From an optimization exercise on the open Yosys and OpenROAD flow, aimed at small area, a short achievable clock period and few clock cycles per item; shortcuts taken in it are not production practice. Only simulation tests tie the RTL to the original design; equivalence was not proved. Power and IR drop assume default switching activity.

== north ==
==> flow/design.v (excerpt) <==
module chard_unit_coder (
    input  wire         clk,
    input  wire         rst,
    input  wire         start,
    input  wire [1:0]   mode,         
    input  wire         d12,          
    input  wire         first_line,   
    input  wire         first_unit,   
    input  wire [3:0]   sp,           
    input  wire [15:0]  allow,        
    input  wire [11:0]  left,         
    input  wire [11:0]  above_left,   
    input  wire [383:0] above,        
    input  wire [383:0] samples,      
    output reg          done,
    output reg  [3:0]   hdr,
    output reg          lvl,
    output reg  [15:0]  size,
    output reg  [3:0]   sp_next,
    output wire [383:0] recon
);
    localparam N  = 2;              
    localparam B  = 32 / N;         
    localparam JW = 5;              
    localparam S_IDLE = 2'd0,       
               S_RUN  = 2'd1,       
               S_EXD  = 2'd2,       
               S_FBD  = 2'd3;       
    wire exact = (mode == 2'd0);
    reg [2:0] q_max, fb_bits1, fb_bits2;
    always @(*) begin
        case ({d12, mode})
            3'b001:  begin q_max = 3'd2; fb_bits1 = 3'd4; fb_bits2 = 3'd4; end
            3'b010:  begin q_max = 3'd3; fb_bits1 = 3'd3; fb_bits2 = 3'd3; end
            3'b011:  begin q_max = 3'd4; fb_bits1 = 3'd2; fb_bits2 = 3'd2; end
            3'b101:  begin q_max = 3'd4; fb_bits1 = 3'd6; fb_bits2 = 3'd4; end
            3'b110:  begin q_max = 3'd5; fb_bits1 = 3'd5; fb_bits2 = 3'd3; end
            3'b111:  begin q_max = 3'd6; fb_bits1 = 3'd4; fb_bits2 = 3'd2; end
            default: begin q_max = 3'd0; fb_bits1 = 3'd0; fb_bits2 = 3'd0; end
        endcase
    end
    function [18:0] pinfo(input [1:0] p, input [2:0] qm, input [3:0] spv, input d);
        reg [3:0] qi;
        reg [2:0] q;
        integer kd, kt, km, k0, o;
        reg [3:0] um;
        reg [7:0] kdo;
        begin
            qi = {1'b0, qm} + {2'b00, p};
            q  = (qi >= 4'd3) ? qi[2:0] - 3'd3 : 3'd0;
            km = (d ? 13 : 11) - q;
            k0 = 0;
            um = 4'd0;
            kdo = 8'd0;
            for (kd = 3; kd >= 0; kd = kd - 1) begin
                kt = spv - q - 1 + kd;
                if (kt < 0)  kt = 0;
                if (kt > km) kt = km;
                if (kd == 0) k0 = kt;
  ...
For scale: about 730 flip-flops, roughly 0.057 mm² of cells after synthesis.
==> flow/config.mk <==
export PLATFORM = sky130hd
export DESIGN_NAME = chard_unit_coder
export DESIGN_NICKNAME = chard_unit_coder
export VERILOG_FILES = /design/flow/design.v
export SDC_FILE = /design/flow/constraint.sdc
export NUM_CORES = 4
export LEC_CHECK = 0
export ABC_AREA = 1
export CAP_MARGIN = 20
export CELL_PAD_IN_SITES_DETAIL_PLACEMENT = 2
export CELL_PAD_IN_SITES_GLOBAL_PLACEMENT = 4
export CORE_MARGIN = 2
export CORE_UTILIZATION = 30
export SLEW_MARGIN = 20
==> flow/constraint.sdc <==
create_clock -name core_clock -period 24.0 [get_ports {clk}]
set_input_delay 4.8000 -clock core_clock [delete_from_list [all_inputs] [get_ports {clk}]]
set_output_delay 4.8000 -clock core_clock [all_outputs]
set_load 0.01 [all_outputs]
standard.sh (not shown) runs the stock make flow with config.mk's settings and CLKGATE_MAP_FILE= SYNTH_SCRIPT=/design/flow/synth_recipe.tcl, a recipe that flattens the netlist after the stock synthesis.
==> flow/flow/run.sh <==
#!/bin/bash
# The standard layout (standard.sh), with two changes in how it is made:
# - every port gets a buffer as usual, but the buffer is sky130_fd_sc_hd__buf_1,
#   the platform's smallest, instead of the delay buffer buffer_ports picks;
# - repair_timing aims for 13 ns of setup slack instead of 0, so it keeps
#   working on the critical paths although they already meet the 24 ns clock.
# The clock period, the SDC, the synthesis and all other steps are unchanged.
# standard.sh's whole output goes to standard_flow.log; ORFS keeps each step's
# log under orfs/logs.
set -euo pipefail
export BUFFER_PORTS_ARGS="-buffer_cell sky130_fd_sc_hd__buf_1"
bash standard.sh SETUP_SLACK_MARGIN=13 finish > standard_flow.log 2>&1
Testbench counts of north, summed over its fixed seeds: cycles 202,003, units 8,192.
Input changes introduced in south (baseline for comparison: north):
diff --git a/flow/design.v b/flow/design.v
--- a/flow/design.v
+++ b/flow/design.v
@@ -257,19 +257,19 @@
     wire        o3 = S3 > {2'd0, allow_r};
     wire        fits = (um[0] & !o0) | (um[1] & !o1) | (um[2] & !o2) | (um[3] & !o3);
     wire [17:0] s0 = S0;
     wire [17:0] s1 = um[1] ? S1 : 18'h3FFFF;
     wire [17:0] s2 = um[2] ? S2 : 18'h3FFFF;
     wire [17:0] s3 = um[3] ? S3 : 18'h3FFFF;
-    wire        c01 = s1 < s0, c02 = s2 < s0, c03 = s3 < s0;
-    wire        c12 = s2 < s1, c13 = s3 < s1, c23 = s3 < s2;
-    wire [3:0]  win = {c03 & c13 & c23, c02 & c12 & !c23,
-                       c01 & !c12 & !c13, !c01 & !c02 & !c03};
-    wire [17:0] best_sz = ({18{win[0]}} & s0) | ({18{win[1]}} & s1) |
-                          ({18{win[2]}} & s2) | ({18{win[3]}} & s3);
-    wire [1:0]  best_o  = {win[2] | win[3], win[1] | win[3]};
+    wire        w01 = s1 < s0;
+    wire        w23 = s3 < s2;
+    wire [17:0] m01 = w01 ? s1 : s0;
+    wire [17:0] m23 = w23 ? s3 : s2;
+    wire        wf  = m23 < m01;
+    wire [17:0] best_sz = wf ? m23 : m01;
+    wire [1:0]  best_o  = wf ? {1'b1, w23} : {1'b0, w01};
     wire [9:0]  b_sat  = (best_sz > 18'd1023) ? 10'd1023 : best_sz[9:0];
     wire [9:0]  k_sat  = (S3 > 18'd1023) ? 10'd1023 : S3[9:0];
     wire        k_take = k_sat < eb_size;
     wire [9:0]  e_size = k_take ? k_sat : eb_size;
     wire [3:0]  e_k    = k_take ? kx : eb_k;
     wire [9:0]  raw_size = d12_r ? 10'd388 : 10'd324;
@@ -290,24 +290,24 @@
     wire [11:0] fb_keep  = ex_r ? 12'hFFF : (12'hFFF << fb_s_r);
     wire [11:0] fb_half  = ex_r ? 12'h000 : (12'd1 << (fb_s_r - 4'd1));
     wire running = (st == S_RUN);
     wire fr_ok   = running && chk && !ex_r && fits;
     wire fr_fail = running && !ex_r && ((j >= 2) ? !fits : (j == 0) && !vm_r[p]);
     wire fb_done = fr_fail && !dp_hn;
-    wire ex_done = (st == S_EXD) && (kx == dmax);
+    wire ex_small = (S3 <= {9'd0, kx, 5'd0} + 18'd68);
+    wire ex_done = (st == S_EXD) && (kx == dmax || ex_small);
     always @(*) begin
         done    = fr_ok || fb_done || ex_done;
         hdr     = 4'hF;
         lvl     = 1'b0;
         size    = {7'd0, fb_size};
         sp_next = sp_r;
         if (fr_ok) begin
             hdr     = {p, dp_kd[2*best_o +: 2]};
             size    = best_sz[15:0];
-            sp_next = ({4{win[0]}} & dp_qk) | ({4{win[1]}} & (dp_qk + 4'd1)) |
-                      ({4{win[2]}} & (dp_qk + 4'd2)) | ({4{win[3]}} & (dp_qk + 4'd3));
+            sp_next = dp_qk + {2'd0, best_o};
         end else if (ex_r) begin
             hdr  = e_raw ? 4'hF : e_k;
             size = e_raw ? {6'd0, raw_size} : {6'd0, e_size};
         end else
             lvl  = use_deep;
     end
@@ -426,13 +426,13 @@
                         j <= j + 1'b1;
                 end
                 S_EXD: begin
                     eb_size <= e_size;
                     eb_k    <= e_k;
                     kx <= kx + 4'd1;
-                    if (kx == dmax)
+                    if (ex_done)
                         st <= S_IDLE;
                 end
                 default: st <= S_IDLE;
             endcase
         end
     end
==> comparison <==
Going from north to south, endpoint arrival time on the critical path moved down; depth of the worst register-to-register path went down; final-layout non-clock buffer area share went up 0.71 points; area inside the core boundary has decreased. Delta (south minus north): clock buffer count up 4; count of maximum capacitance violations was more or less identical. From north to south the numbers moved as follows: post-synthesis share of cell area spent on full adders, half adders and majority gates shows a reduction of 0.61 points; minimum setup slack after placement shows a reduction of 0.24 ns; sequential portion of the cell area shows no meaningful change. Summary of south over north: non-clock buffer count climbed 3.2%; amount of wire on met3 after detailed routing dropped 410 µm; clock network power share dropped 1.2 points; power density relative to cell area climbed about 15%.
Testbench counts of south, summed over its fixed seeds: cycles 193,887, units 8,192.

[what the ideal ports hide]
The results above use ideal ports. As a check the final layouts listed here were re-extracted and re-timed, cells and wires unchanged.
Step 1, drivers: a clkbuf_16 drives clk and a buf_2 each remaining input, both assumed.
Step 2 adds t to the input delays and takes it off the output delays; t is the mean of the earliest and latest rising clock arrival at the registers after step 1. Input paths then give back, and output paths get back, about the clock's delay inside the block.
Slacks: ideal / step 1 / step 2; pairs: ideal / step 1.
run	shift t [ns]	setup slack, ns	worst data-port slew with drivers (ns)	pins driven straight from the clock port
north	0.883	12.873 / 12.844 / 12.567	0.53	1
south	0.857	12.991 / 12.961 / 12.458	0.49	1
After both steps setup and hold are still met in every run listed. The setup slack of south, which loses most, moves by -0.030 ns with the drivers and by -0.533 ns with both steps.
